Background: an optimization exercise with open tools, aiming at small area. Do not read the settings as production practice.
Function was checked by simulation only, so behaviour that the tests miss may differ from the original.
Power and IR drop assume default switching activity.

v6:
## tally_block
module tally_block #(
    parameter integer NT = 2,
    parameter integer NP = 4
) (
    input  wire          clk,
    input  wire          rst,
    input  wire          we,
    input  wire          re,
    input  wire [11:0]   addr,
    input  wire [31:0]   wdata,
    output reg  [31:0]   rdata,
    input  wire [7:0]    tb_evt,
    input  wire [31:0]   car_evt,
    input  wire          grid_evt,
    output wire [NP-1:0] tal_pin,
    output wire [NP-1:0] tal_oe,
    output wire [NT-1:0] trig
);
For scale: roughly 10000 cells after synthesis, about 660 flip-flops, ~130 I/O pins, about 63000 µm² of cells after synthesis.
export LEC_CHECK = 0
export ABC_AREA = 1
export CAP_MARGIN = 20
export CORE_MARGIN = 2
export CORE_UTILIZATION = 40
export PLACE_DENSITY = 0.6
export SLEW_MARGIN = 20
create_clock -name core_clock -period 25.0 [get_ports {clk}]
run.sh (not shown) runs the stock make flow with config.mk's settings and CLKGATE_MAP_FILE= SYNTH_SCRIPT=/design/flow/synth_recipe.tcl, a recipe that flattens the netlist after the stock synthesis.
#### Input delta (v7 over v6)
==> flow/flow/run.sh (new file) <==
#!/bin/bash
# Own layout flow: the standard flow, except that the synthesis maps the
# logic with an area-oriented ABC script (flow/area.script) in place of the
# one ORFS picks. Everything else (the Yosys passes before ABC, the register
# names, floorplan, power grid, placement, CTS and routing) is the standard flow.
set -euo pipefail
W=$PWD
# synthesis script: ORFS's synth.tcl with only the ABC script replaced
sed 's|log_cmd abc {\*}$abc_args|log_cmd abc {*}[lreplace $abc_args 1 1 $::env(MY_ABC_SCRIPT)]|' \
    "$FLOW_HOME/scripts/synth.tcl" > "$W/own_synth_core.tcl"
grep -q MY_ABC_SCRIPT "$W/own_synth_core.tcl"
sed "s|source \$::env(SCRIPTS_DIR)/synth.tcl|source $W/own_synth_core.tcl|" \
    "$W/synth_recipe.tcl" > "$W/own_synth.tcl"
grep -q own_synth_core "$W/own_synth.tcl"
sed "s|SYNTH_SCRIPT=[^ ]*|SYNTH_SCRIPT=$W/own_synth.tcl|" "$W/standard.sh" > "$W/own_standard.sh"
grep -q own_synth.tcl "$W/own_standard.sh"
export MY_ABC_SCRIPT="$W/flow/area.script"
bash "$W/own_standard.sh" finish > "$W/own_flow_make.log" 2>&1
test -f "$W/out/final.def"
==> flow/flow/area.script (new file) <==
strash
ifraig
scorr
dc2
strash
&get -n
&st
&syn2
&dch
&nf -a
&put
==> flow/standard.sh (new file) <==
#!/bin/bash
# synth_recipe.tcl (not shown) runs the flow's synth.tcl, then flattens the netlist and writes it again
# the make line also repeats each setting of config.mk as NAME=value (left out here)
make -C /OpenROAD-flow-scripts/flow DESIGN_CONFIG=/design/flow/config.mk WORK_HOME=/design/flow/orfs CLKGATE_MAP_FILE= SYNTH_SCRIPT=/design/flow/synth_recipe.tcl "${@:-finish}"
removed: flow/run.sh
==> notes.md <==
v6 has lower data arrival time of the critical path than v7. The total non-filler cell area in the finished layout of v7 was superior to that of v6. Delta (v7 minus v6): post-layout minimum cycle time picked up an extra 0.26 ns; area growth from synthesis to final layout now larger; number of buffers on the longest clock path ~0 delta. Number of clock-tree buffers in the layout in v7 is 4 lower than in v6. Against v6, die outline area in v7 fell by more than 10%.

Another version of the RTL of tally_block (not shown whole).
Size in the first run: about 690 flip-flops, roughly 130 I/O pins.
Settings: LEC_CHECK=0, ABC_AREA=1, CAP_MARGIN=25, CORE_MARGIN=2, CORE_UTILIZATION=40, PLACE_DENSITY=0.7, SETUP_SLACK_MARGIN=0.3, SLEW_MARGIN=20; clock period 25.0 ns.
standard.sh (not shown) runs the stock make flow with config.mk's settings and CLKGATE_MAP_FILE= SYNTH_SCRIPT=/design/flow/synth_recipe.tcl, a recipe that flattens the netlist after the stock synthesis.
==> flow/flow/run.sh <==
#!/bin/bash
# Own layout flow: the standard flow (standard.sh) with four changes.
#  1. Synthesis: ORFS's synth.tcl with only its ABC script replaced by
#     flow/area.script (area-oriented mapping). The Yosys passes before ABC,
#     and so the register names and cells, are the standard synthesis's.
#  2. Global placement stays timing-driven, but does not keep the resizer's
#     buffering from its timing-driven iterations (GPL_KEEP_OVERFLOW=0).
#  3. CTS without dummy loads, with clkbuf_2 / clkbuf_4 (CTS_ARGS). The tree
#     stays balanced; no register's clock is skewed on purpose.
#  4. Every input and output port still gets its own buffer, a buf_2 in place
#     of the delay buffer ORFS picks (BUFFER_PORTS_ARGS).
# Floorplan, power grid, tap cells, port buffers, repair and routing are the
# standard flow's. Tool output: own_flow_make.log and orfs/logs/.
set -euo pipefail
W=$PWD
# synthesis script: ORFS's synth.tcl with only the ABC script replaced
sed 's|log_cmd abc {\*}$abc_args|log_cmd abc {*}[lreplace $abc_args 1 1 $::env(MY_ABC_SCRIPT)]|' \
    "$FLOW_HOME/scripts/synth.tcl" > "$W/own_synth_core.tcl"
grep -q MY_ABC_SCRIPT "$W/own_synth_core.tcl"
sed "s|source \$::env(SCRIPTS_DIR)/synth.tcl|source $W/own_synth_core.tcl|" \
    "$W/synth_recipe.tcl" > "$W/own_synth.tcl"
grep -q own_synth_core "$W/own_synth.tcl"
sed "s|SYNTH_SCRIPT=[^ ]*|SYNTH_SCRIPT=$W/own_synth.tcl|" "$W/standard.sh" > "$W/own_standard.sh"
grep -q own_synth.tcl "$W/own_standard.sh"
export MY_ABC_SCRIPT="$W/flow/area.script"
export GPL_KEEP_OVERFLOW=0
export BUFFER_PORTS_ARGS="-buffer_cell sky130_fd_sc_hd__buf_2"
export CTS_ARGS="-sink_clustering_enable -repair_clock_nets -buf_list {sky130_fd_sc_hd__clkbuf_2 sky130_fd_sc_hd__clkbuf_4} -dont_use_dummy_load"
bash "$W/own_standard.sh" finish > "$W/own_flow_make.log" 2>&1
test -f "$W/out/final.def"
==> flow/flow/area.script <==
strash
ifraig
scorr
dc2
strash
&get -n
&st
&syn2
&dch
&nf -R 50
&put
The starting point produced a clean layout.
Change:
--- a/flow/flow/run.sh
+++ b/flow/flow/run.sh
@@ -2 +2 @@
-# Own layout flow: the standard flow (standard.sh) with four changes.
+# Own layout flow: the standard flow (standard.sh) with three changes.
@@ -8 +8 @@
-#  3. CTS without dummy loads, with clkbuf_2 / clkbuf_4 (CTS_ARGS). The tree
+#  3. CTS without dummy loads, with clkbuf_4 / clkbuf_8 (CTS_ARGS). The tree
@@ -10,2 +9,0 @@
-#  4. Every input and output port still gets its own buffer, a buf_2 in place
-#     of the delay buffer ORFS picks (BUFFER_PORTS_ARGS).
@@ -28 +26 @@
-export CTS_ARGS="-sink_clustering_enable -repair_clock_nets -buf_list {sky130_fd_sc_hd__clkbuf_2 sky130_fd_sc_hd__clkbuf_4} -dont_use_dummy_load"
+export CTS_ARGS="-sink_clustering_enable -repair_clock_nets -buf_list {sky130_fd_sc_hd__clkbuf_4 sky130_fd_sc_hd__clkbuf_8} -dont_use_dummy_load"
==> flow/flow/area.script (replaced) <==
strash
ifraig
scorr
dc2
strash
&get -n
&st
&syn2
&dch
&nf -R 50
&put
buffer -c
topo
upsize -c
dnsize -c
--- a/flow/config.mk
+++ b/flow/config.mk
@@ -12 +12 @@
-export PLACE_DENSITY = 0.7
+export PLACE_DENSITY = 0.6
Result: The new run finished with timing, DRC and antenna clean; wire length came out lower by 4.0%; power came out higher by 3.7%; via count came out lower by 3.1%; first-iteration DRC count came out lower by 6.4%; die area came out higher by 5.5%.
Change:
--- a/flow/flow/run.sh
+++ b/flow/flow/run.sh
@@ -2 +2 @@
-# Own layout flow: the standard flow (standard.sh) with three changes.
+# Own layout flow: the standard flow (standard.sh) with four changes.
@@ -8 +8,2 @@
-#  3. CTS without dummy loads, with clkbuf_4 / clkbuf_8 (CTS_ARGS). The tree
+#  3. CTS without dummy loads, with clkbuf_2 / clkbuf_4 and sink clusters of at
+#     most 6 flip-flops within 80 um (CTS_ARGS). The tree
@@ -9,0 +11,2 @@
+#  4. Every input and output port still gets its own buffer, a buf_2 in place
+#     of the delay buffer ORFS picks (BUFFER_PORTS_ARGS).
@@ -26 +29 @@
-export CTS_ARGS="-sink_clustering_enable -repair_clock_nets -buf_list {sky130_fd_sc_hd__clkbuf_4 sky130_fd_sc_hd__clkbuf_8} -dont_use_dummy_load"
+export CTS_ARGS="-sink_clustering_enable -repair_clock_nets -sink_clustering_size 6 -sink_clustering_max_diameter 80 -buf_list {sky130_fd_sc_hd__clkbuf_2 sky130_fd_sc_hd__clkbuf_4} -dont_use_dummy_load"
==> flow/flow/area.script (replaced) <==
strash
ifraig
scorr
dc2
strash
&get -n
&st
&syn2
&dch
&nf -R 50
&put
--- a/flow/config.mk
+++ b/flow/config.mk
@@ -11,0 +12 @@
+export GPL_ROUTABILITY_DRIVEN = 0
Clock-buffer cell count climbs by 3.
Non-clock buffer count is higher by 16.
Routed wire length shrinks by 3.8%.
Via count grows by 1.6%.
Design area shrinks by 2.2%.
Power is lower by 9.7%.
Clock skew grows by 0.034 ns.
Change:
--- a/flow/flow/run.sh
+++ b/flow/flow/run.sh
@@ -8,2 +8 @@
-#  3. CTS without dummy loads, with clkbuf_2 / clkbuf_4 and sink clusters of at
-#     most 6 flip-flops within 80 um (CTS_ARGS). The tree
+#  3. CTS without dummy loads, with clkbuf_2 / clkbuf_4 (CTS_ARGS). The tree
@@ -29 +28 @@
-export CTS_ARGS="-sink_clustering_enable -repair_clock_nets -sink_clustering_size 6 -sink_clustering_max_diameter 80 -buf_list {sky130_fd_sc_hd__clkbuf_2 sky130_fd_sc_hd__clkbuf_4} -dont_use_dummy_load"
+export CTS_ARGS="-sink_clustering_enable -repair_clock_nets -buf_list {sky130_fd_sc_hd__clkbuf_2 sky130_fd_sc_hd__clkbuf_4} -dont_use_dummy_load"
==> flow/flow/area.script (replaced) <==
strash
ifraig
scorr
dc2
strash
&get -n
&st
&syn2
&dch
&nf -R 50
&put
buffer -c
topo
upsize -c
dnsize -c
--- a/flow/config.mk
+++ b/flow/config.mk
@@ -12 +11,0 @@
-export GPL_ROUTABILITY_DRIVEN = 0
After rerunning: The changed run completed with no timing, DRC or antenna violations; via count stays flat; worst setup slack gets better by 0.13 ns; final area rose by 1.5%; wire length rose by 4.3%; critical path depth fell by 5; global-route usage fell by 0.60 points.
Change:
--- a/flow/flow/run.sh
+++ b/flow/flow/run.sh
@@ -8 +8,2 @@
-#  3. CTS without dummy loads, with clkbuf_2 / clkbuf_4 (CTS_ARGS). The tree
+#  3. CTS without dummy loads, with clkbuf_2 / clkbuf_4 and sink clusters of at
+#     most 6 flip-flops within 80 um (CTS_ARGS). The tree
@@ -28 +29 @@
-export CTS_ARGS="-sink_clustering_enable -repair_clock_nets -buf_list {sky130_fd_sc_hd__clkbuf_2 sky130_fd_sc_hd__clkbuf_4} -dont_use_dummy_load"
+export CTS_ARGS="-sink_clustering_enable -repair_clock_nets -sink_clustering_size 6 -sink_clustering_max_diameter 80 -buf_list {sky130_fd_sc_hd__clkbuf_2 sky130_fd_sc_hd__clkbuf_4} -dont_use_dummy_load"
==> flow/flow/area.script (replaced) <==
strash
ifraig
scorr
dc2
strash
&get -n
&st
&syn2
&dch
&nf -R 50
&put
=> Routed wire length rose by 3.2%; global-route usage rose by 4.1 points; setup slack is worse by 0.070 ns; sequential power stays flat; synthesized area fell by 5.3%; first-iteration DRC count fell by 6.6%; design area fell by 1.7%; sequential share of layout area rose by 0.44 points; power fell by 4.6%.
Change:
--- a/flow/flow/run.sh
+++ b/flow/flow/run.sh
@@ -29 +29 @@
-export CTS_ARGS="-sink_clustering_enable -repair_clock_nets -sink_clustering_size 6 -sink_clustering_max_diameter 80 -buf_list {sky130_fd_sc_hd__clkbuf_2 sky130_fd_sc_hd__clkbuf_4} -dont_use_dummy_load"
+export CTS_ARGS="-sink_clustering_enable -repair_clock_nets -sink_clustering_size 5 -sink_clustering_max_diameter 70 -buf_list {sky130_fd_sc_hd__clkbuf_2 sky130_fd_sc_hd__clkbuf_4} -dont_use_dummy_load"
After rerunning:
- die area stays the same
- total power went up by 2.5%
- routed wire length is about the same
- non-clock buffer count went up by 6
- hold slack degrades by 0.0059 ns
- final area went up by 0.38%

tally_block again, from the RTL that the note above started with.
==> flow/config.mk <==
export PLATFORM = sky130hd
export DESIGN_NAME = tally_block
export DESIGN_NICKNAME = tally_block
export VERILOG_FILES = /design/flow/design.v
export SDC_FILE = /design/flow/constraint.sdc
export NUM_CORES = 8
export LEC_CHECK = 0
export ABC_AREA = 1
export CAP_MARGIN = 20
export CORE_MARGIN = 2
export CORE_UTILIZATION = 40
export CTS_BUF_LIST = sky130_fd_sc_hd__clkbuf_8
export CTS_CLUSTER_DIAMETER = 80
export CTS_CLUSTER_SIZE = 30
export PLACE_DENSITY = 0.6
export SLEW_MARGIN = 20
==> flow/constraint.sdc <==
create_clock -name core_clock -period 25.0 [get_ports {clk}]
set_input_delay 5.0000 -clock core_clock [delete_from_list [all_inputs] [get_ports {clk}]]
set_output_delay 5.0000 -clock core_clock [all_outputs]
set_load 0.01 [all_outputs]
==> flow/flow/run.sh <==
#!/bin/bash
# Own layout flow: the standard flow, except that the synthesis maps the
# logic with an area-oriented ABC script (flow/area.script) in place of the
# one ORFS picks. Everything else (the Yosys passes before ABC, the register
# names, floorplan, power grid, placement, CTS and routing) is the standard flow.
set -euo pipefail
W=$PWD
# synthesis script: ORFS's synth.tcl with only the ABC script replaced
sed 's|log_cmd abc {\*}$abc_args|log_cmd abc {*}[lreplace $abc_args 1 1 $::env(MY_ABC_SCRIPT)]|' \
    "$FLOW_HOME/scripts/synth.tcl" > "$W/own_synth_core.tcl"
grep -q MY_ABC_SCRIPT "$W/own_synth_core.tcl"
sed "s|source \$::env(SCRIPTS_DIR)/synth.tcl|source $W/own_synth_core.tcl|" \
    "$W/synth_recipe.tcl" > "$W/own_synth.tcl"
grep -q own_synth_core "$W/own_synth.tcl"
sed "s|SYNTH_SCRIPT=[^ ]*|SYNTH_SCRIPT=$W/own_synth.tcl|" "$W/standard.sh" > "$W/own_standard.sh"
grep -q own_synth.tcl "$W/own_standard.sh"
export CTS_ARGS="-sink_clustering_enable -repair_clock_nets -buf_list {sky130_fd_sc_hd__clkbuf_4 sky130_fd_sc_hd__clkbuf_8} -dont_use_dummy_load"
export MY_ABC_SCRIPT="$W/flow/area.script"
bash "$W/own_standard.sh" finish > "$W/own_flow_make.log" 2>&1
test -f "$W/out/final.def"
==> flow/flow/area.script <==
strash
ifraig
scorr
dc2
strash
&get -n
&st
&syn2
&dch
&nf -R 50
&put
buffer -c
topo
upsize -c
dnsize -c
Next try:
==> flow/flow/run.sh (replaced) <==
#!/bin/bash
# Own layout flow: the standard flow (standard.sh) with three changes.
#  1. Synthesis: ORFS's synth.tcl with only its ABC script replaced by
#     flow/area.script (area-oriented mapping). The Yosys passes before ABC,
#     and so the register names and cells, are the standard synthesis's.
#  2. Global placement stays timing-driven, but does not keep the resizer's
#     buffering from its timing-driven iterations (GPL_KEEP_OVERFLOW=0).
#  3. CTS without dummy loads, with clkbuf_4 / clkbuf_8 (CTS_ARGS). The tree
#     stays balanced; no register's clock is skewed on purpose.
# Floorplan, power grid, tap cells, port buffers, repair and routing are the
# standard flow's. Tool output: own_flow_make.log and orfs/logs/.
set -euo pipefail
W=$PWD
# synthesis script: ORFS's synth.tcl with only the ABC script replaced
sed 's|log_cmd abc {\*}$abc_args|log_cmd abc {*}[lreplace $abc_args 1 1 $::env(MY_ABC_SCRIPT)]|' \
    "$FLOW_HOME/scripts/synth.tcl" > "$W/own_synth_core.tcl"
grep -q MY_ABC_SCRIPT "$W/own_synth_core.tcl"
sed "s|source \$::env(SCRIPTS_DIR)/synth.tcl|source $W/own_synth_core.tcl|" \
    "$W/synth_recipe.tcl" > "$W/own_synth.tcl"
grep -q own_synth_core "$W/own_synth.tcl"
sed "s|SYNTH_SCRIPT=[^ ]*|SYNTH_SCRIPT=$W/own_synth.tcl|" "$W/standard.sh" > "$W/own_standard.sh"
grep -q own_synth.tcl "$W/own_standard.sh"
export MY_ABC_SCRIPT="$W/flow/area.script"
export GPL_KEEP_OVERFLOW=0
export BUFFER_PORTS_ARGS="-buffer_cell sky130_fd_sc_hd__buf_2"
export CTS_ARGS="-sink_clustering_enable -repair_clock_nets -buf_list {sky130_fd_sc_hd__clkbuf_4 sky130_fd_sc_hd__clkbuf_8} -dont_use_dummy_load"
bash "$W/own_standard.sh" finish > "$W/own_flow_make.log" 2>&1
test -f "$W/out/final.def"
- CTS_BUF_LIST: sky130_fd_sc_hd__clkbuf_8 -> default
- CTS_CLUSTER_DIAMETER: 80 -> default
- CTS_CLUSTER_SIZE: 30 -> default
- SETUP_SLACK_MARGIN: default -> 0.2
Wire length came out higher slightly.
Worst hold slack is about the same.
Power came out lower slightly.
Clock power came out lower slightly.
Next try:
--- a/flow/flow/run.sh
+++ b/flow/flow/run.sh
@@ -1,4 +1,4 @@
 #!/bin/bash
-# Own layout flow: the standard flow (standard.sh) with three changes.
+# Own layout flow: the standard flow (standard.sh) with four changes.
 #  1. Synthesis: ORFS's synth.tcl with only its ABC script replaced by
 #     flow/area.script (area-oriented mapping). The Yosys passes before ABC,
@@ -6,6 +6,8 @@
 #  2. Global placement stays timing-driven, but does not keep the resizer's
 #     buffering from its timing-driven iterations (GPL_KEEP_OVERFLOW=0).
-#  3. CTS without dummy loads, with clkbuf_4 / clkbuf_8 (CTS_ARGS). The tree
+#  3. CTS without dummy loads, with clkbuf_2 / clkbuf_4 (CTS_ARGS). The tree
 #     stays balanced; no register's clock is skewed on purpose.
+#  4. Every input and output port still gets its own buffer, a buf_2 in place
+#     of the delay buffer ORFS picks (BUFFER_PORTS_ARGS).
 # Floorplan, power grid, tap cells, port buffers, repair and routing are the
 # standard flow's. Tool output: own_flow_make.log and orfs/logs/.
@@ -24,5 +26,5 @@
 export GPL_KEEP_OVERFLOW=0
 export BUFFER_PORTS_ARGS="-buffer_cell sky130_fd_sc_hd__buf_2"
-export CTS_ARGS="-sink_clustering_enable -repair_clock_nets -buf_list {sky130_fd_sc_hd__clkbuf_4 sky130_fd_sc_hd__clkbuf_8} -dont_use_dummy_load"
+export CTS_ARGS="-sink_clustering_enable -repair_clock_nets -buf_list {sky130_fd_sc_hd__clkbuf_2 sky130_fd_sc_hd__clkbuf_4} -dont_use_dummy_load"
 bash "$W/own_standard.sh" finish > "$W/own_flow_make.log" 2>&1
 test -f "$W/out/final.def"
==> flow/flow/area.script (replaced) <==
strash
ifraig
scorr
dc2
strash
&get -n
&st
&syn2
&dch
&nf -R 50
&put
- CAP_MARGIN: 20 -> 25
- SETUP_SLACK_MARGIN: 0.2 -> 0.3
=>
- The new run finished clean
- wire length goes up by 4.2%
- count of clock-buffer cells in the layout goes up by 63
- cell count drops by 0.54%
- via count rose by 0.88%
- die area falls by 5.2%
- cell area shrinks by 2.0%
- maximum frequency came out higher by 0.70%
- register-to-register slack degrades by 0.06 ns
- critical path depth increases by 1
Next try:
==> flow/flow/run.sh (replaced) <==
#!/bin/bash
# Own layout flow: the standard flow, except that the synthesis maps the
# logic with an area-oriented ABC script (flow/area.script) in place of the
# one ORFS picks. Everything else (the Yosys passes before ABC, the register
# names, floorplan, power grid, placement, CTS and routing) is the standard flow.
set -euo pipefail
W=$PWD
# synthesis script: ORFS's synth.tcl with only the ABC script replaced
sed 's|log_cmd abc {\*}$abc_args|log_cmd abc {*}[lreplace $abc_args 1 1 $::env(MY_ABC_SCRIPT)]|' \
    "$FLOW_HOME/scripts/synth.tcl" > "$W/own_synth_core.tcl"
grep -q MY_ABC_SCRIPT "$W/own_synth_core.tcl"
sed "s|source \$::env(SCRIPTS_DIR)/synth.tcl|source $W/own_synth_core.tcl|" \
    "$W/synth_recipe.tcl" > "$W/own_synth.tcl"
grep -q own_synth_core "$W/own_synth.tcl"
sed "s|SYNTH_SCRIPT=[^ ]*|SYNTH_SCRIPT=$W/own_synth.tcl|" "$W/standard.sh" > "$W/own_standard.sh"
grep -q own_synth.tcl "$W/own_standard.sh"
export CTS_ARGS="-sink_clustering_enable -repair_clock_nets -buf_list {sky130_fd_sc_hd__clkbuf_4 sky130_fd_sc_hd__clkbuf_8} -dont_use_dummy_load"
export GPL_KEEP_OVERFLOW=0
export MY_ABC_SCRIPT="$W/flow/area.script"
bash "$W/own_standard.sh" finish > "$W/own_flow_make.log" 2>&1
test -f "$W/out/final.def"
==> flow/flow/area.script (replaced) <==
strash
ifraig
scorr
dc2
strash
&get -n
&st
&syn2
&dch
&nf -R 50
&put
buffer -c
topo
upsize -c
dnsize -c
- CAP_MARGIN: 25 -> 20
- SETUP_SLACK_MARGIN: 0.3 -> 0.2
Outcome:
- The new run completed with no timing, DRC or antenna violations
- sequential share of layout area shrinks by 0.78 points
- non-clock buffer count came out lower by 20
- area after synthesis came out higher by 5.6%
- first-iteration DRC count came out higher by 1.0%
- final area grows by 3.1%
- setup slack got worse by 0.092 ns
- via count shrinks by 1.5%
- utilization goes down by 1.3 points

[re-timing with driven ports]
How much do the figures lean on ideal ports? The routed layouts below were timed once more, with nothing changed but the port constraints.
Step 1: set_driving_cell puts a clkbuf_16 on clk and a buf_2 on each other input, an assumption about the parent block.
Step 2 times the ports against the registers' clock, not the clock port: input delays grow and output delays shrink by t, the midpoint of the rising clock arrivals with the driver on.
Slacks: ideal ports / drivers / drivers and shift; pairs: ideal ports / drivers.
| run | t (ns) | slack for setup (ns) | slew at the worst register clock pin (ns) |
|---|---|---|---|
| v6 | 0.827 | 0.617 / 0.674 / -0.153 | 0.07 / 0.07 |
| v7 | 0.805 | 0.354 / 0.410 / -0.395 | 0.07 / 0.07 |
| the first run of note 2 | 1.293 | 0.451 / 0.499 / -0.794 | 0.08 / 0.08 |
| the second run of note 2 | 0.935 | 0.319 / 0.364 / -0.572 | 0.07 / 0.07 |
| the third run of note 2 | 1.130 | 0.444 / 0.482 / -0.648 | 0.12 / 0.12 |
| the fourth run of note 2 | 1.260 | 0.573 / 0.620 / -0.640 | 0.08 / 0.08 |
| the fifth run of note 2 | 1.227 | 0.503 / 0.530 / -0.697 | 0.11 / 0.11 |
| the sixth run of note 2 | 1.270 | 0.466 / 0.472 / -0.797 | 0.10 / 0.10 |
| the first run of note 3 | 0.930 | 0.482 / 0.523 / -0.408 | 0.06 / 0.06 |
| the second run of note 3 | 0.920 | 0.262 / 0.286 / -0.634 | 0.06 / 0.06 |
| the third run of note 3 | 1.317 | 0.434 / 0.488 / -0.829 | 0.08 / 0.08 |
| the fourth run of note 3 | 0.929 | 0.342 / 0.393 / -0.537 | 0.07 / 0.07 |
With both steps, setup timing fails in every run listed, where it was met with ideal ports.
